Source: an optimization exercise on an open RTL-to-GDS flow (aim: small area, a short achievable clock period and few clock cycles per item). Production flows keep margins and buffers that such runs may drop. In this exercise RTL edits were held to simulation tests only and were not proved equivalent to the original.

<file path="flow/design.v">
module aes_sbox_top (input wire [7:0] in, output wire [3:0] inv, output wire [7:0] b);
    wire T3, T4, T5, T7, T10, T11, T12, T13, T14, T15;
    wire T17, T18, T20, T21, T22, T24, T25, T26, T27, M1;
    wire M2, M3, M4, M5, M6, M7, M8, M9, M10, M11;
    wire M12, M13, M14, M15, M16, M17, M18, M19, M20, M21;
    wire M22, M23, M24, M25, M26, M27, M28, M29, M30, M31;
    wire M32, M33, M34, M35, M36;
    aes_g_xor g0 (.a(in[7]), .b(in[4]), .y(b[7]));
    aes_g_xor g1 (.a(in[7]), .b(in[2]), .y(b[6]));
    aes_g_xor g2 (.a(in[7]), .b(in[1]), .y(T3));
    aes_g_xor g3 (.a(in[4]), .b(in[2]), .y(T4));
    aes_g_xor g4 (.a(in[3]), .b(in[1]), .y(T5));
    aes_g_xor g5 (.a(b[7]), .b(T5), .y(b[5]));
    aes_g_xor g6 (.a(in[6]), .b(in[5]), .y(T7));
    aes_g_xor g7 (.a(in[0]), .b(b[5]), .y(b[4]));
    aes_g_xor g8 (.a(in[0]), .b(T7), .y(b[3]));
    aes_g_xor g9 (.a(b[5]), .b(T7), .y(T10));
    aes_g_xor g10 (.a(in[6]), .b(in[2]), .y(T11));
    aes_g_xor g11 (.a(in[5]), .b(in[2]), .y(T12));
    aes_g_xor g12 (.a(T3), .b(T4), .y(T13));
    aes_g_xor g13 (.a(b[5]), .b(T11), .y(T14));
    aes_g_xor g14 (.a(T5), .b(T11), .y(T15));
    aes_g_xor g15 (.a(T5), .b(T12), .y(b[2]));
    aes_g_xor g16 (.a(b[3]), .b(b[2]), .y(T17));
    aes_g_xor g17 (.a(in[4]), .b(in[0]), .y(T18));
    aes_g_xor g18 (.a(T7), .b(T18), .y(b[1]));
    aes_g_xor g19 (.a(b[7]), .b(b[1]), .y(T20));
    aes_g_xor g20 (.a(in[1]), .b(in[0]), .y(T21));
    aes_g_xor g21 (.a(T7), .b(T21), .y(T22));
    aes_g_xor g22 (.a(b[6]), .b(T22), .y(b[0]));
    aes_g_xor g23 (.a(b[6]), .b(T10), .y(T24));
    aes_g_xor g24 (.a(T20), .b(T17), .y(T25));
    aes_g_xor g25 (.a(T3), .b(b[2]), .y(T26));
    aes_g_xor g26 (.a(b[7]), .b(T12), .y(T27));
    aes_g_nand g27 (.a(T13), .b(b[5]), .y(M1));
    aes_g_nand g28 (.a(b[0]), .b(b[4]), .y(M2));
    aes_g_xnor g29 (.a(T14), .b(M1), .y(M3));
    aes_g_nand g30 (.a(b[1]), .b(in[0]), .y(M4));
    aes_g_xor g31 (.a(M4), .b(M1), .y(M5));
    aes_g_nand g32 (.a(T3), .b(b[2]), .y(M6));
    aes_g_nand g33 (.a(T22), .b(b[3]), .y(M7));
    aes_g_xnor g34 (.a(T26), .b(M6), .y(M8));
    aes_g_nand g35 (.a(T20), .b(T17), .y(M9));
    aes_g_xor g36 (.a(M9), .b(M6), .y(M10));
    aes_g_nand g37 (.a(b[7]), .b(T15), .y(M11));
    aes_g_nand g38 (.a(T4), .b(T27), .y(M12));
    aes_g_xor g39 (.a(M12), .b(M11), .y(M13));
    aes_g_nand g40 (.a(b[6]), .b(T10), .y(M14));
    aes_g_xor g41 (.a(M14), .b(M11), .y(M15));
    aes_g_xnor g42 (.a(M3), .b(M2), .y(M16));
    aes_g_xor g43 (.a(M5), .b(T24), .y(M17));
    aes_g_xnor g44 (.a(M8), .b(M7), .y(M18));
    aes_g_xor g45 (.a(M10), .b(M15), .y(M19));
    aes_g_xor g46 (.a(M16), .b(M13), .y(M20));
    aes_g_xor g47 (.a(M17), .b(M15), .y(M21));
    aes_g_xor g48 (.a(M18), .b(M13), .y(M22));
    aes_g_xor g49 (.a(M19), .b(T25), .y(M23));
    aes_g_xor g50 (.a(M22), .b(M23), .y(M24));
    aes_g_nand g51 (.a(M22), .b(M20), .y(M25));
    aes_g_xnor g52 (.a(M21), .b(M25), .y(M26));
    aes_g_xor g53 (.a(M20), .b(M21), .y(M27));
    aes_g_xnor g54 (.a(M23), .b(M25), .y(M28));
    aes_g_nand g55 (.a(M28), .b(M27), .y(M29));
    aes_g_nand g56 (.a(M26), .b(M24), .y(M30));
    aes_g_nand g57 (.a(M20), .b(M23), .y(M31));
    aes_g_andn g58 (.a(M31), .b(M27), .y(M32));
    aes_g_xnor g59 (.a(M27), .b(M25), .y(M33));
    aes_g_nand g60 (.a(M21), .b(M22), .y(M34));
    aes_g_andn g61 (.a(M34), .b(M24), .y(M35));
    aes_g_xnor g62 (.a(M24), .b(M25), .y(M36));
    aes_g_xnor g63 (.a(M21), .b(M29), .y(inv[3]));
    aes_g_xor g64 (.a(M32), .b(M33), .y(inv[2]));
    aes_g_xnor g65 (.a(M23), .b(M30), .y(inv[1]));
    aes_g_xor g66 (.a(M35), .b(M36), .y(inv[0]));
endmodule
module aes_sbox_bot (input wire [3:0] inv, input wire [7:0] b, output wire [7:0] out);
    wire n0, n1, T3, T4, T10, T13, n6, n7, T15, T17;
    wire T20, T22, T27, U7, M41, M42, M43, M44, M45, M46;
    wire M47, M48, M49, M50, M51, M52, M53, M54, M55, M56;
    wire M57, M58, M59, M60, M61, M62, M63, L0, L1, L2;
    wire L3, L4, L5, L6, L7, L8, L9, L10, L11, L12;
    wire L13, L14, L15, L16, L17, L18, L19, L20, L21, L22;
    wire L23, L24, L25, L26, L27, L28, L29;
    aes_g_xor g0 (.a(b[7]), .b(b[6]), .y(n0));
    aes_g_xor g1 (.a(b[1]), .b(b[0]), .y(n1));
    aes_g_xor g2 (.a(n0), .b(n1), .y(T3));
    aes_g_xor g3 (.a(b[7]), .b(b[6]), .y(T4));
    aes_g_xor g4 (.a(b[4]), .b(b[3]), .y(T10));
    aes_g_xor g5 (.a(b[1]), .b(b[0]), .y(T13));
    aes_g_xor g6 (.a(b[5]), .b(b[4]), .y(n6));
    aes_g_xor g7 (.a(b[3]), .b(b[2]), .y(n7));
    aes_g_xor g8 (.a(n6), .b(n7), .y(T15));
    aes_g_xor g9 (.a(b[3]), .b(b[2]), .y(T17));
    aes_g_xor g10 (.a(b[7]), .b(b[1]), .y(T20));
    aes_g_xor g11 (.a(b[6]), .b(b[0]), .y(T22));
    aes_g_xor g12 (.a(b[5]), .b(b[2]), .y(T27));
    aes_g_xor g13 (.a(b[5]), .b(b[4]), .y(U7));
    aes_g_xor g14 (.a(inv[2]), .b(inv[0]), .y(M41));
    aes_g_xor g15 (.a(inv[3]), .b(inv[1]), .y(M42));
    aes_g_xor g16 (.a(inv[3]), .b(inv[2]), .y(M43));
    aes_g_xor g17 (.a(inv[1]), .b(inv[0]), .y(M44));
    aes_g_xor g18 (.a(M42), .b(M41), .y(M45));
    aes_g_nand g19 (.a(M44), .b(b[5]), .y(M46));
    aes_g_nand g20 (.a(inv[0]), .b(b[4]), .y(M47));
    aes_g_nand g21 (.a(inv[1]), .b(U7), .y(M48));
    aes_g_nand g22 (.a(M43), .b(b[2]), .y(M49));
    aes_g_nand g23 (.a(inv[2]), .b(b[3]), .y(M50));
    aes_g_nand g24 (.a(inv[3]), .b(T17), .y(M51));
    aes_g_nand g25 (.a(M42), .b(T15), .y(M52));
    aes_g_nand g26 (.a(M45), .b(T27), .y(M53));
    aes_g_nand g27 (.a(M41), .b(T10), .y(M54));
    aes_g_nand g28 (.a(M44), .b(T13), .y(M55));
    aes_g_nand g29 (.a(inv[0]), .b(b[0]), .y(M56));
    aes_g_nand g30 (.a(inv[1]), .b(b[1]), .y(M57));
    aes_g_nand g31 (.a(M43), .b(T3), .y(M58));
    aes_g_nand g32 (.a(inv[2]), .b(T22), .y(M59));
    aes_g_nand g33 (.a(inv[3]), .b(T20), .y(M60));
    aes_g_nand g34 (.a(M42), .b(b[7]), .y(M61));
    aes_g_nand g35 (.a(M45), .b(T4), .y(M62));
    aes_g_nand g36 (.a(M41), .b(b[6]), .y(M63));
    aes_g_xor g37 (.a(M61), .b(M62), .y(L0));
    aes_g_xor g38 (.a(M50), .b(M56), .y(L1));
    aes_g_xor g39 (.a(M46), .b(M48), .y(L2));
    aes_g_xor g40 (.a(M47), .b(M55), .y(L3));
    aes_g_xor g41 (.a(M54), .b(M58), .y(L4));
    aes_g_xor g42 (.a(M49), .b(M61), .y(L5));
    aes_g_xnor g43 (.a(M62), .b(L5), .y(L6));
    aes_g_xnor g44 (.a(M46), .b(L3), .y(L7));
    aes_g_xor g45 (.a(M51), .b(M59), .y(L8));
    aes_g_xor g46 (.a(M52), .b(M53), .y(L9));
    aes_g_xnor g47 (.a(M53), .b(L4), .y(L10));
    aes_g_xnor g48 (.a(M60), .b(L2), .y(L11));
    aes_g_xor g49 (.a(M48), .b(M51), .y(L12));
    aes_g_xnor g50 (.a(M50), .b(L0), .y(L13));
    aes_g_xor g51 (.a(M52), .b(M61), .y(L14));
    aes_g_xnor g52 (.a(M55), .b(L1), .y(L15));
    aes_g_xnor g53 (.a(M56), .b(L0), .y(L16));
    aes_g_xnor g54 (.a(M57), .b(L1), .y(L17));
    aes_g_xnor g55 (.a(M58), .b(L8), .y(L18));
    aes_g_xnor g56 (.a(M63), .b(L4), .y(L19));
    aes_g_xor g57 (.a(L0), .b(L1), .y(L20));
    aes_g_xor g58 (.a(L1), .b(L7), .y(L21));
    aes_g_xor g59 (.a(L3), .b(L12), .y(L22));
    aes_g_xor g60 (.a(L18), .b(L2), .y(L23));
    aes_g_xor g61 (.a(L15), .b(L9), .y(L24));
    aes_g_xor g62 (.a(L6), .b(L10), .y(L25));
    aes_g_xor g63 (.a(L7), .b(L9), .y(L26));
    aes_g_xor g64 (.a(L8), .b(L10), .y(L27));
    aes_g_xor g65 (.a(L11), .b(L14), .y(L28));
    aes_g_xor g66 (.a(L11), .b(L17), .y(L29));
    aes_g_xnor g67 (.a(L6), .b(L23), .y(out[0]));
    aes_g_xnor g68 (.a(L13), .b(L27), .y(out[1]));
    aes_g_xor g69 (.a(L25), .b(L29), .y(out[2]));
    aes_g_xor g70 (.a(L20), .b(L22), .y(out[3]));
    aes_g_xor g71 (.a(L6), .b(L21), .y(out[4]));
    aes_g_xnor g72 (.a(L19), .b(L28), .y(out[5]));
    aes_g_xnor g73 (.a(L16), .b(L26), .y(out[6]));
    aes_g_xor g74 (.a(L6), .b(L24), .y(out[7]));
endmodule
module aes_mixcol (input wire [31:0] in, output wire [31:0] out);
    wire p0_0, p0_1, p0_2, p0_3, p0_4, p0_5, p0_6, p0_7, p1_0, p1_1;
    wire p1_2, p1_3, p1_4, p1_5, p1_6, p1_7, p2_0, p2_1, p2_2, p2_3;
    wire p2_4, p2_5, p2_6, p2_7, p3_0, p3_1, p3_2, p3_3, p3_4, p3_5;
    wire p3_6, p3_7, x0_1, x0_3, x0_4, q0_0, q0_1, q0_2, q0_3, q0_4;
    wire q0_5, q0_6, q0_7, x1_1, x1_3, x1_4, q1_0, q1_1, q1_2, q1_3;
    wire q1_4, q1_5, q1_6, q1_7, x2_1, x2_3, x2_4, q2_0, q2_1, q2_2;
    wire q2_3, q2_4, q2_5, q2_6, q2_7, x3_1, x3_3, x3_4, q3_0, q3_1;
    wire q3_2, q3_3, q3_4, q3_5, q3_6, q3_7;
    aes_g_xor g0 (.a(in[24]), .b(in[16]), .y(p0_0));
    aes_g_xor g1 (.a(in[25]), .b(in[17]), .y(p0_1));
    aes_g_xor g2 (.a(in[26]), .b(in[18]), .y(p0_2));
    aes_g_xor g3 (.a(in[27]), .b(in[19]), .y(p0_3));
    aes_g_xor g4 (.a(in[28]), .b(in[20]), .y(p0_4));
    aes_g_xor g5 (.a(in[29]), .b(in[21]), .y(p0_5));
    aes_g_xor g6 (.a(in[30]), .b(in[22]), .y(p0_6));
    aes_g_xor g7 (.a(in[31]), .b(in[23]), .y(p0_7));
    aes_g_xor g8 (.a(in[16]), .b(in[8]), .y(p1_0));
    aes_g_xor g9 (.a(in[17]), .b(in[9]), .y(p1_1));
    aes_g_xor g10 (.a(in[18]), .b(in[10]), .y(p1_2));
    aes_g_xor g11 (.a(in[19]), .b(in[11]), .y(p1_3));
    aes_g_xor g12 (.a(in[20]), .b(in[12]), .y(p1_4));
    aes_g_xor g13 (.a(in[21]), .b(in[13]), .y(p1_5));
    aes_g_xor g14 (.a(in[22]), .b(in[14]), .y(p1_6));
    aes_g_xor g15 (.a(in[23]), .b(in[15]), .y(p1_7));
    aes_g_xor g16 (.a(in[8]), .b(in[0]), .y(p2_0));
    aes_g_xor g17 (.a(in[9]), .b(in[1]), .y(p2_1));
    aes_g_xor g18 (.a(in[10]), .b(in[2]), .y(p2_2));
    aes_g_xor g19 (.a(in[11]), .b(in[3]), .y(p2_3));
    aes_g_xor g20 (.a(in[12]), .b(in[4]), .y(p2_4));
    aes_g_xor g21 (.a(in[13]), .b(in[5]), .y(p2_5));
    aes_g_xor g22 (.a(in[14]), .b(in[6]), .y(p2_6));
    aes_g_xor g23 (.a(in[15]), .b(in[7]), .y(p2_7));
    aes_g_xor g24 (.a(in[0]), .b(in[24]), .y(p3_0));
    aes_g_xor g25 (.a(in[1]), .b(in[25]), .y(p3_1));
    aes_g_xor g26 (.a(in[2]), .b(in[26]), .y(p3_2));
    aes_g_xor g27 (.a(in[3]), .b(in[27]), .y(p3_3));
    aes_g_xor g28 (.a(in[4]), .b(in[28]), .y(p3_4));
    aes_g_xor g29 (.a(in[5]), .b(in[29]), .y(p3_5));
    aes_g_xor g30 (.a(in[6]), .b(in[30]), .y(p3_6));
    aes_g_xor g31 (.a(in[7]), .b(in[31]), .y(p3_7));
    aes_g_xor g32 (.a(p0_0), .b(p0_7), .y(x0_1));
    aes_g_xor g33 (.a(p0_2), .b(p0_7), .y(x0_3));
    aes_g_xor g34 (.a(p0_3), .b(p0_7), .y(x0_4));
    aes_g_xor g35 (.a(in[16]), .b(p2_0), .y(q0_0));
    aes_g_xor g36 (.a(p0_7), .b(q0_0), .y(out[24]));
    aes_g_xor g37 (.a(in[17]), .b(p2_1), .y(q0_1));
    aes_g_xor g38 (.a(x0_1), .b(q0_1), .y(out[25]));
    aes_g_xor g39 (.a(in[18]), .b(p2_2), .y(q0_2));
    aes_g_xor g40 (.a(p0_1), .b(q0_2), .y(out[26]));
    aes_g_xor g41 (.a(in[19]), .b(p2_3), .y(q0_3));
    aes_g_xor g42 (.a(x0_3), .b(q0_3), .y(out[27]));
    aes_g_xor g43 (.a(in[20]), .b(p2_4), .y(q0_4));
    aes_g_xor g44 (.a(x0_4), .b(q0_4), .y(out[28]));
    aes_g_xor g45 (.a(in[21]), .b(p2_5), .y(q0_5));
    aes_g_xor g46 (.a(p0_4), .b(q0_5), .y(out[29]));
    aes_g_xor g47 (.a(in[22]), .b(p2_6), .y(q0_6));
    aes_g_xor g48 (.a(p0_5), .b(q0_6), .y(out[30]));
    aes_g_xor g49 (.a(in[23]), .b(p2_7), .y(q0_7));
    aes_g_xor g50 (.a(p0_6), .b(q0_7), .y(out[31]));
    aes_g_xor g51 (.a(p1_0), .b(p1_7), .y(x1_1));
    aes_g_xor g52 (.a(p1_2), .b(p1_7), .y(x1_3));
    aes_g_xor g53 (.a(p1_3), .b(p1_7), .y(x1_4));
    aes_g_xor g54 (.a(in[8]), .b(p3_0), .y(q1_0));
    aes_g_xor g55 (.a(p1_7), .b(q1_0), .y(out[16]));
    aes_g_xor g56 (.a(in[9]), .b(p3_1), .y(q1_1));
    aes_g_xor g57 (.a(x1_1), .b(q1_1), .y(out[17]));
    aes_g_xor g58 (.a(in[10]), .b(p3_2), .y(q1_2));
    aes_g_xor g59 (.a(p1_1), .b(q1_2), .y(out[18]));
    aes_g_xor g60 (.a(in[11]), .b(p3_3), .y(q1_3));
    aes_g_xor g61 (.a(x1_3), .b(q1_3), .y(out[19]));
    aes_g_xor g62 (.a(in[12]), .b(p3_4), .y(q1_4));
    aes_g_xor g63 (.a(x1_4), .b(q1_4), .y(out[20]));
    aes_g_xor g64 (.a(in[13]), .b(p3_5), .y(q1_5));
    aes_g_xor g65 (.a(p1_4), .b(q1_5), .y(out[21]));
    aes_g_xor g66 (.a(in[14]), .b(p3_6), .y(q1_6));
    aes_g_xor g67 (.a(p1_5), .b(q1_6), .y(out[22]));
    aes_g_xor g68 (.a(in[15]), .b(p3_7), .y(q1_7));
    aes_g_xor g69 (.a(p1_6), .b(q1_7), .y(out[23]));
    aes_g_xor g70 (.a(p2_0), .b(p2_7), .y(x2_1));
    aes_g_xor g71 (.a(p2_2), .b(p2_7), .y(x2_3));
    aes_g_xor g72 (.a(p2_3), .b(p2_7), .y(x2_4));
    aes_g_xor g73 (.a(in[0]), .b(p0_0), .y(q2_0));
    aes_g_xor g74 (.a(p2_7), .b(q2_0), .y(out[8]));
    aes_g_xor g75 (.a(in[1]), .b(p0_1), .y(q2_1));
    aes_g_xor g76 (.a(x2_1), .b(q2_1), .y(out[9]));
    aes_g_xor g77 (.a(in[2]), .b(p0_2), .y(q2_2));
    aes_g_xor g78 (.a(p2_1), .b(q2_2), .y(out[10]));
    aes_g_xor g79 (.a(in[3]), .b(p0_3), .y(q2_3));
    aes_g_xor g80 (.a(x2_3), .b(q2_3), .y(out[11]));
    aes_g_xor g81 (.a(in[4]), .b(p0_4), .y(q2_4));
    aes_g_xor g82 (.a(x2_4), .b(q2_4), .y(out[12]));
    aes_g_xor g83 (.a(in[5]), .b(p0_5), .y(q2_5));
    aes_g_xor g84 (.a(p2_4), .b(q2_5), .y(out[13]));
    aes_g_xor g85 (.a(in[6]), .b(p0_6), .y(q2_6));
    aes_g_xor g86 (.a(p2_5), .b(q2_6), .y(out[14]));
    aes_g_xor g87 (.a(in[7]), .b(p0_7), .y(q2_7));
    aes_g_xor g88 (.a(p2_6), .b(q2_7), .y(out[15]));
    aes_g_xor g89 (.a(p3_0), .b(p3_7), .y(x3_1));
    aes_g_xor g90 (.a(p3_2), .b(p3_7), .y(x3_3));
    aes_g_xor g91 (.a(p3_3), .b(p3_7), .y(x3_4));
    aes_g_xor g92 (.a(in[24]), .b(p1_0), .y(q3_0));
    aes_g_xor g93 (.a(p3_7), .b(q3_0), .y(out[0]));
    aes_g_xor g94 (.a(in[25]), .b(p1_1), .y(q3_1));
    aes_g_xor g95 (.a(x3_1), .b(q3_1), .y(out[1]));
    aes_g_xor g96 (.a(in[26]), .b(p1_2), .y(q3_2));
    aes_g_xor g97 (.a(p3_1), .b(q3_2), .y(out[2]));
    aes_g_xor g98 (.a(in[27]), .b(p1_3), .y(q3_3));
    aes_g_xor g99 (.a(x3_3), .b(q3_3), .y(out[3]));
    aes_g_xor g100 (.a(in[28]), .b(p1_4), .y(q3_4));
    aes_g_xor g101 (.a(x3_4), .b(q3_4), .y(out[4]));
    aes_g_xor g102 (.a(in[29]), .b(p1_5), .y(q3_5));
    aes_g_xor g103 (.a(p3_4), .b(q3_5), .y(out[5]));
    aes_g_xor g104 (.a(in[30]), .b(p1_6), .y(q3_6));
    aes_g_xor g105 (.a(p3_5), .b(q3_6), .y(out[6]));
    aes_g_xor g106 (.a(in[31]), .b(p1_7), .y(q3_7));
    aes_g_xor g107 (.a(p3_6), .b(q3_7), .y(out[7]));
endmodule
module aes_g_xor  (input wire a, input wire b, output wire y); assign y = a ^ b;    endmodule
module aes_g_xnor (input wire a, input wire b, output wire y); assign y = ~(a ^ b); endmodule
module aes_g_nand (input wire a, input wire b, output wire y); assign y = ~(a & b); endmodule
module aes_g_nor  (input wire a, input wire b, output wire y); assign y = ~(a | b); endmodule
module aes_g_andn (input wire a, input wire b, output wire y); assign y = ~a & b;   endmodule
module aes_core (
    input  wire         clk,
    input  wire         rst,         
    input  wire         in_valid,
    output wire         in_ready,
    input  wire         in_key256,   
    input  wire [255:0] in_key,
    input  wire [127:0] in_block,
    output reg          out_valid,
    output reg  [127:0] out_block
);
    reg  [127:0] r1;
    reg  [255:0] ka;       
    reg          v1, k1;
    reg  [3:0]   n1;       
    reg  [191:0] r2;
    reg  [47:0]  kt;       
    reg  [255:0] kb;
    reg          v2, k2;
    reg  [3:0]   n2;       
    reg          rdy;      
    reg          fre;      
    assign in_ready = rdy;
    genvar i;
    wire [127:0] x;
    wire [191:0] mid;
    generate
        for (i = 0; i < 128; i = i + 1) begin : g_ark
            aes_g_xor u_x (.a(r1[i]), .b(ka[128+i]), .y(x[i]));
        end
        for (i = 0; i < 16; i = i + 1) begin : g_top
            aes_sbox_top u_top (.in(x[127-8*i -: 8]), .inv(mid[191-12*i -: 4]),
                                .b(mid[187-12*i -: 8]));
        end
    endgenerate
    wire        rot1 = !k1 || n1[0];
    wire [31:0] kw   = ka[31:0];
    wire [31:0] ksrc = rot1 ? {kw[23:0], kw[31:24]} : kw;
    wire [47:0] kmid;
    generate
        for (i = 0; i < 4; i = i + 1) begin : g_ktop
            aes_sbox_top u_top (.in(ksrc[31-8*i -: 8]), .inv(kmid[47-12*i -: 4]),
                                .b(kmid[43-12*i -: 8]));
        end
    endgenerate
    wire [127:0] sb;
    generate
        for (i = 0; i < 16; i = i + 1) begin : g_bot
            aes_sbox_bot u_bot (.inv(r2[191-12*i -: 4]), .b(r2[187-12*i -: 8]),
                                .out(sb[127-8*i -: 8]));
        end
    endgenerate
    wire [127:0] sr;
    genvar r, c;
    generate
        for (c = 0; c < 4; c = c + 1) begin : g_col
            for (r = 0; r < 4; r = r + 1) begin : g_row
                assign sr[127-8*(r+4*c) -: 8] = sb[127-8*(r+4*((c+r)%4)) -: 8];
            end
        end
    endgenerate
    wire [127:0] mc;
    generate
        for (i = 0; i < 4; i = i + 1) begin : g_mix
            aes_mixcol u_mix (.in(sr[127-32*i -: 32]), .out(mc[127-32*i -: 32]));
        end
    endgenerate
    function [7:0] rcon(input [3:0] j);
        case (j)
            4'd1: rcon = 8'h01; 4'd2: rcon = 8'h02; 4'd3: rcon = 8'h04;
            4'd4: rcon = 8'h08; 4'd5: rcon = 8'h10; 4'd6: rcon = 8'h20;
            4'd7: rcon = 8'h40; 4'd8: rcon = 8'h80; 4'd9: rcon = 8'h1b;
            4'd10: rcon = 8'h36; default: rcon = 8'h00;
        endcase
    endfunction
    wire         rot2 = !k2 || n2[0];
    wire [3:0]   rci  = k2 ? {1'b0, n2[3:1]} + 4'd1 : n2;
    wire [7:0]   rc   = rot2 ? rcon(rci) : 8'h00;
    wire [31:0]  t;
    generate
        for (i = 0; i < 4; i = i + 1) begin : g_kbot
            aes_sbox_bot u_bot (.inv(kt[47-12*i -: 4]), .b(kt[43-12*i -: 8]),
                                .out(t[31-8*i -: 8]));
        end
    endgenerate
    wire [127:0] kh = kb[255:128];
    wire [127:0] kl = kb[127:0];
    wire [31:0]  h0r, h01, h23;
    wire [127:0] ex;
    generate
        for (i = 0; i < 32; i = i + 1) begin : g_kx
            if (i >= 24)
                aes_g_xor u_r (.a(kh[96+i]), .b(rc[i-24]), .y(h0r[i]));
            else
                assign h0r[i] = kh[96+i];
            aes_g_xor u_01 (.a(h0r[i]),  .b(kh[64+i]), .y(h01[i]));
            aes_g_xor u_23 (.a(kh[32+i]), .b(kh[i]),   .y(h23[i]));
            aes_g_xor u_w0 (.a(h0r[i]),  .b(t[i]),     .y(ex[96+i]));
            aes_g_xor u_w1 (.a(h01[i]),  .b(t[i]),     .y(ex[64+i]));
            aes_g_xor u_w2 (.a(ex[64+i]), .b(kh[32+i]), .y(ex[32+i]));
            aes_g_xor u_w3 (.a(ex[64+i]), .b(h23[i]),  .y(ex[i]));
        end
    endgenerate
    wire [127:0] rk = k2 ? kl : ex;
    wire [127:0] ct;
    generate
        for (i = 0; i < 128; i = i + 1) begin : g_ct
            aes_g_xor u_ct (.a(sr[i]), .b(rk[i]), .y(ct[i]));
        end
    endgenerate
    wire         last2 = n2 == (k2 ? 4'd14 : 4'd10);
    wire         last1 = n1 == (k1 ? 4'd14 : 4'd10);
    wire         accept = in_valid && rdy;
    wire         v1n = fre ? accept : v2;
    wire         k1n = fre ? in_key256 : k2;
    wire [3:0]   n1n = fre ? 4'd1 : n2 + 4'd1;
    always @(posedge clk) begin
        r2 <= mid;
        kt <= kmid;
        kb <= ka;
        k2 <= k1;
        n2 <= n1;
        r1 <= fre ? in_block : mc;
        ka <= fre ? {in_key[255:128], in_key256 ? in_key[127:0] : in_key[255:128]}
                  : {rk, ex};
        k1 <= k1n;
        n1 <= n1n;
        out_block <= ct;
        if (rst) begin
            v1 <= 1'b0;
            v2 <= 1'b0;
            out_valid <= 1'b0;
            fre <= 1'b1;
            rdy <= 1'b1;
        end else begin
            v1 <= v1n;
            v2 <= v1;
            out_valid <= v2 && last2;
            fre <= !v1 || last1;
            rdy <= (!v1 || last1) && (!v1n || !k1n || n1n >= 4'd5);
        end
    end
endmodule
</file>
<file path="flow/flow/run.sh">
#!/bin/bash
# Standard layout, with plain buf_1 cells as the port buffers and timing
# repair aimed 6.8 ns below the clock period.
set -euo pipefail
bash standard.sh BUFFER_PORTS_ARGS="-buffer_cell sky130_fd_sc_hd__buf_1" SETUP_SLACK_MARGIN=6.8 finish > standard_flow.log 2>&1
</file>
<file path="flow/constraint.sdc">
create_clock -name core_clock -period 10.0 [get_ports {clk}]
set_input_delay 2.0000 -clock core_clock [delete_from_list [all_inputs] [get_ports {clk}]]
set_output_delay 2.0000 -clock core_clock [all_outputs]
set_load 0.01 [all_outputs]
</file>
<file path="flow/standard.sh">
#!/bin/bash
# synth_recipe.tcl (not shown) runs the flow's synth.tcl, then flattens the netlist and writes it again
# the make line also repeats each setting of config.mk as NAME=value (left out here)
make -C /OpenROAD-flow-scripts/flow DESIGN_CONFIG=/design/flow/config.mk WORK_HOME=/design/flow/orfs CLKGATE_MAP_FILE= SYNTH_SCRIPT=/design/flow/synth_recipe.tcl "${@:-finish}"
</file>
<file path="flow/config.mk">
export PLATFORM = sky130hd
export DESIGN_NAME = aes_core
export DESIGN_NICKNAME = aes_core
export VERILOG_FILES = /design/flow/design.v
export SDC_FILE = /design/flow/constraint.sdc
export NUM_CORES = 8
export LEC_CHECK = 0
export ABC_AREA = 0
export CAP_MARGIN = 20
export CORE_MARGIN = 2
export CORE_UTILIZATION = 25
export SLEW_MARGIN = 20
export SYNTH_HIERARCHICAL = 1
</file>
==> results_dict.tcl, run 1 <==
set metrics [dict create \
    num-nets-final 7262 \
    grt_use_total_pct 17.9 \
    register_area_mm2 0.0208 \
    antenna_found_initial 38 \
    r2r-start "k1" \
    die_h_um 488 \
    layout_common_cells "1,796 x xor2_1, 819 x dfxtp_1, 668 x nand2_1" \
    vias 43000 \
    first_global_vias 42400 \
    final_common_cell "xor2_1" \
    crit_type "reg -> out" \
    fin_tns_setup_ps 0 \
    hpwl_mm 177 \
    tightestPinTransition_ps 1240 \
    drive_gt1_share_pct 36.0 \
    gp_congestion 0.922 \
    final_hold_viol_count 0 \
    reg2reg_slack_ps 6710 \
    fill_cells 22600 \
    maxSlewHeadroom_pct 17.1 \
    design.die.area_mm2 0.238 \
    crit_slowest_cell "dfxtp_4" \
    fmax_mhz 301 \
    synth_nets 6172 \
    cts_buffers 107 \
    cts_hold_buf 0 \
    io_pins 518 \
    rows 177 \
    postSynthAreaPerCell_um2 10.1 \
    core_area_mm2 0.233 \
    dp_cells 9377 \
    cts_root_buf "clkbuf_16" \
    min_from "ka[90]" \
    drc 0 \
    slowest_delay_ps 430 \
    startpoint "out_block[10]" \
    period_minus_slack_ps 3320 \
    grt_start_max_net_pins 177 \
    cp-start-kind "register" \
    cp_data_arrival_time_ps 1320 \
    setup_violations 0 \
    grt_setup_unrepaired "yes" \
    areaGrowthSynthToFinish_pct 43.4 \
    rr_worst_depth 16 \
    max_cap_violations 0 \
    required_ps 8000 \
    multi_input_area_mm2 0.0478 \
    end_kind "primary output" \
    hold_path_depth 0 \
    min_delay_worst_endpoint "kb[90]" \
    crit_family "flip-flops" \
    status "finished clean" \
    overflow 0 \
    worst_clock_skew_ps 72.6 \
    clock_latency_ps 780 \
    fp.dieW_um 488 \
    port_buffers 517 \
    finalCritPeriodShare_pct 33.2 \
    avgViaCountPerCell 4.26 \
    cts_tree "built" \
    cp_max_fo 1 \
    hold_class "reg -> reg" \
    postRouteAntennaNets 0 \
    fin_worst_hold_slack_ps 283 \
    grt_first_pass_wirelength_mm 305 \
    ys_ff_latch 1023 \
    synth_warnings 7 \
    ys_seq_area_share_pct 35.0 \
    yosysUniqueCellTypes 34 \
    wl_mm 228 \
    clk_pin_slew_ps 60 \
    placed_area_mm2 0.0646 \
    start_util_pct 25.2 \
    drt_iter0_drc 3226 \
    clockBufferDepth 3 \
    wire_per_inst_um 22.6 \
    htreeDepth 3 \
    drtPass1Iterations 5 \
    fin_cells 10100 \
    netlist_area_mm2 0.0586 \
    path_cells "buf_6" \
    drv_slew 0 \
    crit_buf_inv 1 \
    worstReg2RegEnd "kt[11]" \
    syn_inst 5777 \
    fin_area_mm2 0.0840 \
    cts.sinks 1023 \
]
-- how the worst max path moves through the flow --
stage / to / slack (ps) / cells past startpoint
floorplan: kt[20] / 6810 / 15
detailed placement: ka[188] / 5400 / 10
finish: out_block[10] / 6680 / 1
CTS: out_block[10] / 6580 / 1
global route: kt[10] / 6480 / 16
global placement: ka[156] / 5430 / 10
-- Yosys stat by module, one instance, submodules excluded, a selection --
module	times used	area, um2	flip-flops and latches	cells inside
aes_g_andn	40	13.8	0	1
aes_core	1	28900	1023	2049
aes_g_xnor	480	8.76	0	1
aes_g_xor	2568	8.76	0	1
aes_g_nand	640	3.75	0	1
-- flip-flops by register name, summed over array words and instances, names as in the netlist --
signal / count
rdy: 1
kt: 48
v1: 1
ka: 256
k2: 1
out_valid: 1
fre: 1
r2: 192
n1: 4
kb: 256
out_block: 128
r1: 128
v2: 1
k1: 1
n2: 4
-- routing by layer --
metal	up-vias	wire [um]	global-route usage [%]
met5	-	57	0
met4	8	8710	5.67
met3	331	15600	2.95
met2	1527	103000	28.3
met1	21500	100000	24.8
li1	19700	-	-
-- logic make-up (layout without fill, tap and decap cells) --
family / after synthesis / after routing / share of synthesized area, %
buffers and inverters: 102 / 1279 / 0.953
AO/OA/AOI/OAI: 145 / 145 / 1.30
flip-flops: 1023 / 1023 / 35.0
adder cells (fa/ha/maj): 7 / 7 / 0.150
XOR/XNOR: 3053 / 3053 / 45.6
other: 0 / 5 / 0
AND/OR/NAND/NOR: 932 / 936 / 6.71
multiplexers: 515 / 515 / 10.3
-- what timing repair did --
| action | CTS | global route |
|---|---|---|
| pin swaps | 132 | 299 |
| buffers inserted | 202 | 304 |
| hold endpoints to repair | 0 | 0 |
| gates cloned | 4 | 3 |
| resized for setup | 961 | 781 |
| endpoints found under the setup margin | 568 | 470 |
-- synth_stat cells, drive strengths merged --
master	count	share of area, %
a21oi	132	1.1
xnor2	481	7.2
nor2	136	0.87
buf	77	0.79
o22ai	1	0.011
and3	1	0.011
o32a	1	0.017
o21ai	3	0.026
a221oi	1	0.015
o31ai	1	0.013
nand2b	3	0.032
o31a	1	0.015
clkbuf	20	0.13
xor2	2572	38
nor2b	45	0.99
dfxtp	1023	35
a211oi	1	0.013
nand4b	1	0.015
ha	7	0.15
a32o	2	0.034
nand2	743	4.8
a21bo	1	0.017
mux2i	130	2.2
o32ai	1	0.015
mux2	385	8.0
nand3	2	0.017
inv	5	0.032
and2	1	0.011
-- area by class of cell --
| class | count | share of cell area (%) |
|---|---|---|
| Tap cell | 3132 | 4.66 |
| Inverter | 5 | 0.0223 |
| Clock buffer | 142 | 3.62 |
| Multi-Input combinational cell | 4656 | 56.9 |
| Clock inverter | 58 | 0.955 |
| Antenna cell | 5 | 0.0149 |
| Sequential cell | 1023 | 24.8 |
| Timing Repair Buffer | 1074 | 9.06 |
-- stage by stage --
stage               util [%]  worst slack (ps)
floorplan                  -              6810
global placement        27.7              5430
detailed placement      27.7              5400
CTS                     32.8              6580
global route            36.1              6480
finish                  36.1              6680
Testbench counts, summed over its fixed seeds: cycles 27,742, blocks 2,400.
==> run 2: changes to the inputs <==
==> flow/flow/run.sh (replaced) <==
#!/bin/bash
# Standard layout, with plain buf_1 cells as the port buffers and timing
# repair aimed 6.3 ns below the clock period.
set -euo pipefail
bash standard.sh BUFFER_PORTS_ARGS="-buffer_cell sky130_fd_sc_hd__buf_1" SETUP_SLACK_MARGIN=6.3 finish > standard_flow.log 2>&1
--- a/flow/config.mk
+++ b/flow/config.mk
@@ -8,6 +8,6 @@
 export ABC_AREA = 0
 export CAP_MARGIN = 20
 export CORE_MARGIN = 2
-export CORE_UTILIZATION = 25
+export CORE_UTILIZATION = 50
 export SLEW_MARGIN = 20
 export SYNTH_HIERARCHICAL = 1
==> run 2 against run 1 <==
  * Still clean
  * Synthesized cell count unchanged
  * Hold slack improved by 26 ps
  * Wire length decreased by 21%
  * Critical path type is now reg -> reg
==> results_dict.tcl, run 2 <==
set metrics [dict create \
    status "finished clean" \
    worstReg2RegEnd "r1[39]" \
    yosysTopAreaCell "xor2_1" \
    crit_path_frequent_cell "xor2_1" \
    htreeDepth 3 \
    grt_setup_unrepaired "yes" \
    drive_gt1_share_pct 13.4 \
    start_util_pct 50.4 \
    layout_common_cells "2,395 x xor2_1, 1,019 x dfxtp_1, 743 x nand2_1" \
    min_delay_worst_endpoint "kb[92]" \
    core_area_mm2 0.116 \
    clockBufferDepth 3 \
    finalCritPeriodShare_pct 36.3 \
    final_util_pct 58.5 \
    clock_latency_ps 730 \
    port_buffers 517 \
    netlist_area_mm2 0.0586 \
    hpwl_mm 145 \
    final_hold_viol_count 0 \
    overflow 0 \
    vias 39200 \
    grt_start_max_net_pins 169 \
    ys_ff_latch 1023 \
    postSynthAreaPerCell_um2 10.1 \
    syn_inst 5777 \
    required_ps 10600 \
    drtPass1Iterations 5 \
    drt_iter0_drc 2306 \
    reg.largest.list "ka (256), kb (256), r2 (192)" \
    grt_first_pass_wirelength_mm 258 \
    end_kind "register" \
    min_from "ka[92]" \
    fin_cells 7985 \
    gp_congestion 0.933 \
    worst_clock_skew_ps 30.1 \
    fp.dieW_um 346 \
    dp_cells 7754 \
    max_cap_violations 0 \
    hold_class "reg -> reg" \
    maxSlewHeadroom_pct 24.2 \
    cts_root_buf "clkbuf_16" \
    final_common_cell "xor2_1" \
    avgViaCountPerCell 4.91 \
    slowest_delay_ps 640 \
    cts_buffers 112 \
    path_cells "xor2_1 > xor2_1 > nand2_1 > xor2_1 > xor2_1 > xor2_2 > xor2_1 > xor2_1 > xor2_1 > mux2_2" \
    drv_slew 0 \
    cp-start-kind "register" \
    yosysUniqueCellTypes 34 \
    synth_warnings 7 \
    areaGrowthSynthToFinish_pct 16.0 \
    rr_worst_depth 10 \
    wire_per_inst_um 22.6 \
    synth_most_common_cell "xor2_1" \
    async_flop_share_pct 0 \
    hold_path_depth 0 \
    synth_nets 6172 \
    first_global_vias 39800 \
    period_minus_slack_ps 3630 \
    placed_area_mm2 0.0623 \
    postRouteAntennaNets 0 \
    io_pins 518 \
    die_h_um 346 \
    cp_data_arrival_time_ps 4230 \
    ys_seq_area_share_pct 35.0 \
    rows 125 \
    design.die.area_mm2 0.120 \
    r2r-start "r2[164]" \
    cts_tree "built" \
    reg2reg_slack_ps 6370 \
    grt_use_total_pct 29.0 \
    wl_mm 180 \
    setup_violations 0 \
    crit_slowest_cell "xor2_1" \
    synth_common_cells "2,572 x xor2_1, 1,023 x dfxtp_1, 743 x nand2_1" \
    cp_max_fo 5 \
    yosys.area.top_type_share_pct 38.5 \
    fin_area_mm2 0.0680 \
    num-nets-final 6755 \
    fmax_mhz 276 \
    tightestPinTransition_ps 1130 \
    antenna_found_initial 3 \
    drc 0 \
    ys_top_cells_by_area "xor2_1 38%, dfxtp_1 35%, xnor2_1 7.2%" \
    crit_type "reg -> reg" \
    cts.sinks 1023 \
    synth_edf_count 0 \
    synth-main-ff-cell "dfxtp_1" \
    clk_pin_slew_ps 60 \
    fin_tns_setup_ps 0 \
]
==> run 2: cell count changes in the layout (fill, tap and decap cells not counted), moves of 130 or more <==
| cell | previous run | this run |
|---|---|---|
| xor2_2 | 537 | 160 |
| xor2_4 | 239 | 17 |
| xor2_1 | 1796 | 2395 |
| dfxtp_2 | 168 | 2 |
| dfxtp_1 | 819 | 1019 |
| buf_4 | 478 | 37 |
| buf_1 | 386 | 516 |
==> run 2: worst max-delay path by stage <==
stage	endpoint	start	slack, ps	cells after the start
floorplan	kt[20]	k1	6450	15
global placement	ka[25]	in_key256	5650	5
detailed placement	kt[8]	k1	5600	13
CTS	kt[8]	k1	6280	13
global route	r1[51]	r2[166]	6190	10
finish	r1[39]	r2[164]	6370	10
==> run 2: layer usage <==
metal  share of wire (%)  wire [um]  track usage, %  up-vias
met5                   0          0               0        -
met4                 4.7       8490            12.6        0
met3                 4.0       7250            3.34      282
met2                  48      87200            49.8     1001
met1                  43      77200            36.7    18800
li1                    -          -               -    19200
==> run 2: stage by stage <==
step	hold WS, ps	setup slack [ps]
after floorplan	310	6450
after global placement	310	5650
after detailed placement	312	5600
after CTS	307	6280
after global routing	312	6190
final	309	6370
==> run 2: kinds of logic (layout without fill, tap and decap cells) <==
kind of cell | after synthesis | in the layout | share of synthesized area [%]
flops | 1023 | 1023 | 35.0
fa+ha+maj | 7 | 7 | 0.150
simple gates | 932 | 934 | 6.71
compound gates | 145 | 145 | 1.30
mux | 515 | 515 | 10.3
other cells | 0 | 5 | 0
buf+inv | 102 | 779 | 0.953
xor+xnor | 3053 | 3053 | 45.6
==> run 2: Yosys stat by module, one instance, submodules excluded, excerpt <==
module      area [um2]  copies in the design  flip-flops and latches
aes_core         28900                     1                    1023
aes_g_andn        13.8                    40                       0
aes_g_nand        3.75                   640                       0
aes_g_xnor        8.76                   480                       0
aes_g_xor         8.76                  2568                       0
==> run 2: layout make-up <==
cell class	instances	area, um2
inverters	5	18.8
clock inverters	63	808
multi-input cells	4654	39200
well taps	1524	1910
fillers	10200	48200
repair buffers	564	2410
clock buffers	147	3130
flip-flops and latches	1023	20500
diodes	5	12.5
==> run 2: critical path: cells and delay by family (launching register included) <==
family | cells | cell delay [ps]
multiplexers | 1 | 290
flip-flops | 1 | 430
XOR/XNOR | 8 | 2650
AND/OR/NAND/NOR | 1 | 130
==> run 2: timing repair <==
action                                 CTS  global route
buffers inserted                         6             8
cloned                                   2             0
endpoints found under the hold margin    0             0
gates resized for setup                 53           147
hold buffers                             0             0
pin swaps                                1             8
setup endpoints to repair               81           183
==> run 3: changes to the inputs <==
==> flow/flow/run.sh (replaced) <==
#!/bin/bash
# Standard layout, with plain buf_1 cells as the port buffers and timing
# repair aimed 6.5 ns below the clock period.
set -euo pipefail
bash standard.sh BUFFER_PORTS_ARGS="-buffer_cell sky130_fd_sc_hd__buf_1" SETUP_SLACK_MARGIN=6.5 finish > standard_flow.log 2>&1
--- a/flow/config.mk
+++ b/flow/config.mk
@@ -8,6 +8,6 @@
 export ABC_AREA = 0
 export CAP_MARGIN = 20
 export CORE_MARGIN = 2
-export CORE_UTILIZATION = 50
+export CORE_UTILIZATION = 60
 export SLEW_MARGIN = 20
 export SYNTH_HIERARCHICAL = 1
==> run 3 against run 2 <==
  * Fmax is 3.4% higher
  * Die area is 16% lower
  * Non-clock buffer count is 70 higher
  * Register-to-register slack better by 120 ps
  * Final cell count shrank 2.4%
  * Global-route usage rose by 4.7 points
  * Synthesized area unchanged
  * Flip-flop and latch count stayed put
  * First-iteration DRC count grew 6.2%
  * Still clean
  * Critical endpoint is now r1[15]
  * Critical path depth is the same
==> results_dict.tcl, run 3 <==
set metrics [dict create \
    clock_latency_ps 710 \
    postSynthAreaPerCell_um2 10.1 \
    syn_inst 5777 \
    min_from "ka[120]" \
    io_pins 518 \
    ys_ff_latch 1023 \
    crit_slowest_cell "xor2_1" \
    period_minus_slack_ps 3510 \
    slowest_delay_ps 550 \
    required_ps 10640 \
    core_area_mm2 0.0967 \
    drc 0 \
    netlist_area_mm2 0.0586 \
    areaGrowthSynthToFinish_pct 19.4 \
    dp_cells 7507 \
    path_cells "xor2_1 > xor2_1 > nand2_1 > xor2_1 > xor2_1 > xor2_2 > xor2_1 > xor2_1 > xor2_1 > mux2_2" \
    drt_iter0_drc 2450 \
    fmax_mhz 285 \
    yosysUniqueCellTypes 34 \
    cts_buffers 107 \
    synthAdderAreaFrac_pct 0.150 \
    yosys.area.top_type_share_pct 38.5 \
    cp_data_arrival_time_ps 4150 \
    antenna_found_initial 1 \
    drv_slew 0 \
    wl_mm 175 \
    postRouteAntennaNets 0 \
    yosysTopAreaCell "xor2_1" \
    ys_seq_area_share_pct 35.0 \
    clk_pin_slew_ps 60 \
    cts.sinks 1023 \
    synth_compound_area_share_pct 1.30 \
    design.die.area_mm2 0.100 \
    synth_common_cells "2,572 x xor2_1, 1,023 x dfxtp_1, 743 x nand2_1" \
    synth_nets 6172 \
    cts_root_buf "clkbuf_16" \
    gp_congestion 0.943 \
    final_hold_viol_count 0 \
    drtPass1Iterations 7 \
    die_h_um 316 \
    yosys.area_share.simple_pct 6.71 \
    worst_clock_skew_ps 20.0 \
    final.setup.worst_slack_ps 6490 \
    synth_most_common_cell "xor2_1" \
    hpwl_mm 137 \
    synth_top_family_by_area "XOR/XNOR gates" \
    htreeDepth 3 \
    num-nets-final 6822 \
    rows 114 \
    hold_class "reg -> reg" \
    grt_use_total_pct 33.7 \
    reg2reg_slack_ps 6490 \
    setup_violations 0 \
    grt_first_pass_wirelength_mm 248 \
    rr_worst_depth 10 \
    cp_max_fo 5 \
    maxSlewHeadroom_pct 25.0 \
    min_delay_worst_endpoint "kb[120]" \
    max_cap_violations 0 \
    antenna_cells 0 \
    cts_tree "built" \
    cp-start-kind "register" \
    fin_tns_setup_ps 0 \
    worstReg2RegEnd "r1[15]" \
    overflow 0 \
    reg.largest.list "ka (256), kb (256), r2 (192)" \
    wire_per_inst_um 22.5 \
    async_flop_share_pct 0 \
    drive_gt1_share_pct 17.0 \
    end_kind "register" \
    first_global_vias 40100 \
    vias 39800 \
    final_common_cell "xor2_1" \
    synth_edf_count 0 \
    grt_start_max_net_pins 193 \
    synth-xor-area-share_pct 45.6 \
    hold_path_depth 0 \
    pre_cts_slack_ps 5660 \
    tightestPinTransition_ps 1120 \
    clockBufferDepth 3 \
    layout_common_cells "2,260 x xor2_1, 1,017 x dfxtp_1, 733 x nand2_1" \
    synth-main-ff-cell "dfxtp_1" \
    finalCritPeriodShare_pct 35.1 \
    crit_type "reg -> reg" \
    grt_setup_unrepaired "yes" \
    fp.dieW_um 316 \
    avgViaCountPerCell 5.10 \
    fin_cells 7792 \
    synth_warnings 7 \
    crit_path_frequent_cell "xor2_1" \
    synthMuxAreaShare_pct 10.3 \
    ys_top_cells_by_area "xor2_1 38%, dfxtp_1 35%, xnor2_1 7.2%" \
    status "finished clean" \
    start_util_pct 60.6 \
    port_buffers 517 \
    r2r-start "r2[177]" \
]
-- run 3: cell counts after synthesis --
Identical to the previous run, type by type.
-- run 3: stage by stage --
step	instance area (um2)	utilization, %	hold slack, ps
final	70000	72.3	320
after global routing	70000	72.3	329
after CTS	67200	69.5	322
after detailed placement	62000	64.2	312
after global placement	62000	64.1	310
after floorplan	58600	-	310
-- run 3: logic make-up after synthesis --
logic type | Yosys count
buffers and inverters | 102
AND/OR/NAND/NOR | 932
flip-flops | 1023
XOR/XNOR | 3053
AO/OA/AOI/OAI | 145
multiplexers | 515
adder cells (fa/ha/maj) | 7
-- run 3: worst max path at each step --
stage                    from  endpoint  slack (ps)  depth (start not counted)
finish                r2[177]    r1[15]        6490                         10
global route          r2[178]    r1[15]        6350                         10
CTS                    kt[32]   ka[178]        6430                         10
global placement    in_key256    ka[84]        5740                          4
detailed placement         k1    kt[44]        5660                         13
floorplan                  k1    kt[20]        6500                         15
-- run 3: worst max-delay path: cells and delay by family (launching register included) --
family | cells | cell delay [ps]
DFF | 1 | 450
muxes | 1 | 240
and+or+nand+nor | 1 | 120
xor gates and xnor gates | 8 | 2640
-- run 3: what timing repair did --
item / CTS / global route
resized for setup: 152 / 282
setup endpoints to repair: 291 / 297
cloned: 2 / 3
hold buffers: 0 / 0
pin swaps: 18 / 38
setup buffers: 25 / 57
-- run 3: final cells by class --
cell class                 count  area (um2)
clock buffer                 153        3130
clock inverter                45         568
fill                        7289       26700
inverter                       5        18.8
multi-input combinational   4656       41100
sequential                  1023       20500
tap                         1276        1600
timing repair buffer         634        3040
-- run 3: Yosys stat by module, one instance, submodules excluded, a selection --
module / copies in the design / cells / flip-flops and latches / area, um2
aes_core: 1 / 2049 / 1023 / 28900
aes_g_andn: 40 / 1 / 0 / 13.8
aes_g_xnor: 480 / 1 / 0 / 8.76
aes_g_xor: 2568 / 1 / 0 / 8.76
aes_g_nand: 640 / 1 / 0 / 3.75
-- run 3: metal layers --
layer / track usage, % / vias up / wire length [um]
met5: 0 / - / 0
met4: 17.9 / 0 / 10900
met3: 4.47 / 372 / 7990
met2: 56.7 / 1109 / 83100
met1: 42.0 / 19100 / 73100
li1: - / 19200 / -
==> run 4: changes to the inputs <==
==> flow/flow/run.sh (replaced) <==
#!/bin/bash
# Standard layout, with plain buf_1 cells as the port buffers and timing
# repair aimed 6 ns below the clock period.
set -euo pipefail
bash standard.sh BUFFER_PORTS_ARGS="-buffer_cell sky130_fd_sc_hd__buf_1" SETUP_SLACK_MARGIN=6 finish > standard_flow.log 2>&1
--- a/flow/config.mk
+++ b/flow/config.mk
@@ -8,6 +8,6 @@
 export ABC_AREA = 0
 export CAP_MARGIN = 20
 export CORE_MARGIN = 2
-export CORE_UTILIZATION = 60
+export CORE_UTILIZATION = 25
 export SLEW_MARGIN = 20
 export SYNTH_HIERARCHICAL = 1
==> run 4 against run 3 <==
  * Still clean
  * Final cell count grew 23%
  * Flip-flop and latch count unchanged
  * Utilization decreased by 43 points
  * First-iteration DRC count rose by 16%
  * Count of clock-buffer cells in the layout down 23
  * Wire length grew 21%
  * Register-to-register slack got worse by 420 ps
  * Die area rose by 140%
  * Highest routed layer is now met5
==> results_dict.tcl, run 4 <==
set metrics [dict create \
    synthAdderAreaFrac_pct 0.150 \
    io_pins 518 \
    first_global_vias 40500 \
    drc 0 \
    antenna_found_initial 39 \
    cts_tree "built" \
    grt_start_max_net_pins 176 \
    maxSlewHeadroom_pct 17.7 \
    synth-main-ff-cell "dfxtp_1" \
    final_hold_viol_count 0 \
    postRouteAntennaNets 0 \
    grt_setup_unrepaired "yes" \
    async_flop_share_pct 0 \
    netlist_area_mm2 0.0586 \
    synth-xor-area-share_pct 45.6 \
    cts_root_buf "clkbuf_16" \
    crit_type "reg -> reg" \
    wl_mm 212 \
    areaGrowthSynthToFinish_pct 17.5 \
    die_h_um 488 \
    ys_seq_area_share_pct 35.0 \
    start_util_pct 25.2 \
    cts_buffers 108 \
    worst_clock_skew_ps 89.1 \
    final_common_cell "xor2_1" \
    synth_compound_area_share_pct 1.30 \
    drtPass1Iterations 5 \
    vias 40200 \
    clockBufferDepth 3 \
    yosysTopAreaCell "xor2_1" \
    cts.sinks 1023 \
    num-nets-final 6750 \
    dp_cells 9374 \
    synthMuxAreaShare_pct 10.3 \
    yosys.area_share.simple_pct 6.71 \
    setup_violations 0 \
    reg2reg_slack_ps 6070 \
    synth_top_family_by_area "XOR/XNOR gates" \
    core_area_mm2 0.233 \
    fin_tns_setup_ps 0 \
    fp.dieW_um 488 \
    cp_max_fo 5 \
    required_ps 10560 \
    port_buffers 517 \
    overflow 0 \
    postSynthAreaPerCell_um2 10.1 \
    status "finished clean" \
    max_cap_violations 0 \
    end_kind "register" \
    avgViaCountPerCell 4.20 \
    grt_use_total_pct 17.1 \
    synth_edf_count 0 \
    grt_first_pass_wirelength_mm 291 \
    synth_most_common_cell "xor2_1" \
    reg.largest.list "ka (256), kb (256), r2 (192)" \
    yosysUniqueCellTypes 34 \
    ys_ff_latch 1023 \
    fmax_mhz 254 \
    period_minus_slack_ps 3930 \
    tightestPinTransition_ps 1230 \
    design.die.area_mm2 0.238 \
    yosys.area.top_type_share_pct 38.5 \
    synth_warnings 7 \
    gp_congestion 0.924 \
    synth_nets 6172 \
    drv_slew 0 \
    cp-start-kind "register" \
    drive_gt1_share_pct 11.5 \
    cp_data_arrival_time_ps 4490 \
    rows 177 \
    clk_pin_slew_ps 70 \
    wire_per_inst_um 22.1 \
    layout_common_cells "2,502 x xor2_1, 1,019 x dfxtp_1, 743 x nand2_1" \
    fin_cells 9580 \
    finalCritPeriodShare_pct 39.3 \
    synth_common_cells "2,572 x xor2_1, 1,023 x dfxtp_1, 743 x nand2_1" \
    htreeDepth 3 \
    syn_inst 5777 \
    ys_top_cells_by_area "xor2_1 38%, dfxtp_1 35%, xnor2_1 7.2%" \
    hpwl_mm 177 \
    drt_iter0_drc 2844 \
    hold_class "reg -> reg" \
    clock_latency_ps 800 \
]
==> run 4: cells by family after synthesis <==
family	Yosys count
compound gates	145
buf+inv	102
simple gates	932
flops	1023
xor+xnor	3053
fa+ha+maj	7
mux	515
==> run 4: metrics by stage <==
stage | util, % | area [um2] | hold slack [ps] | setup slack (ps)
finish | 29.6 | 68800 | 261 | 6070
global route | 29.6 | 68800 | 263 | 5950
CTS | 29.3 | 68300 | 255 | 6010
detailed placement | 27.7 | 64400 | 312 | 5370
global placement | 27.7 | 64400 | 310 | 5420
floorplan | - | 58600 | 310 | 6450
==> run 4: per-module statistics from Yosys, one instance, submodules excluded, excerpt <==
module / area, um2 / copies in the design / cells / flip-flops and latches
aes_core: 28900 / 1 / 2049 / 1023
aes_g_andn: 13.8 / 40 / 1 / 0
aes_g_xnor: 8.76 / 480 / 1 / 0
aes_g_xor: 8.76 / 2568 / 1 / 0
aes_g_nand: 3.75 / 640 / 1 / 0
==> run 4: layout make-up <==
class / count / area (um2)
Fill cell: 24300 / 164000
Multi-Input combinational cell: 4654 / 38200
Sequential cell: 1023 / 20500
Tap cell: 3132 / 3920
Clock buffer: 130 / 2900
Timing Repair Buffer: 563 / 2310
Clock inverter: 68 / 965
Inverter: 5 / 18.8
Antenna cell: 5 / 12.5
==> run 4: what timing repair did <==
item | in CTS | in global routing
hold buffers | 0 | 0
gates resized for setup | 4 | 63
setup endpoints to repair | 18 | 83
cloned | 1 | 1
buffers inserted | 0 | 1
==> run 4: worst paths after layout <==
check / start / end / cells after the start
max: r2[177] / r1[15] / 9
min: ka[62] / kb[62] / 0
max reg2reg: r2[177] / r1[15] / 9
min reg2reg: ka[62] / kb[62] / 0
==> run 4: routing by layer <==
| metal | vias up | global-route usage, % | share of wire, % |
|---|---|---|---|
| met5 | - | 0 | 0.019 |
| li1 | 19200 | - | - |
| met3 | 254 | 3.43 | 6.7 |
| met4 | 6 | 4.91 | 3.2 |
| met1 | 19400 | 24.0 | 47 |
| met2 | 1333 | 26.3 | 43 |
==> run 4: critical path, cell delays in order, from the launching register on <==
cell and delay [ps]:
dfxtp_1 460, xor2_1 330, nand2_1 210, xor2_1 220, xnor2_1 480, xor2_1 670, xor2_1 620, xor2_1 170
xor2_1 190, mux2_2 360

-- separate check: timing with driven ports --
No port has a modelled driver above. Below, the same layouts with a new extraction and two added sets of constraints.
Step 1 assumes that a clkbuf_16 drives the clock port and a buf_2 every other input.
Step 2, shift: input delay + t, output delay - t, t = (earliest + latest rising clock arrival at the registers) / 2. This alone moves slack from input paths to output paths.
Slacks: ideal ports / drivers / drivers and shift; pairs: ideal ports / drivers.
| run | shift t [ns] | setup WS [ns] | worst setup path at the end |
|---|---|---|---|
| run 1 | 0.833 | 6.681 / 6.596 / 5.935 | input to register |
| run 2 | 0.796 | 6.372 / 6.372 / 5.819 | input to register |
| run 3 | 0.776 | 6.493 / 6.493 / 5.860 | input to register |
| run 4 | 0.824 | 6.070 / 6.070 / 5.354 | input to register |
After both steps setup and hold are still met in every run listed. For run 1, which loses most, drivers alone change the setup slack by -0.085 ns; drivers and shift together by -0.746 ns.
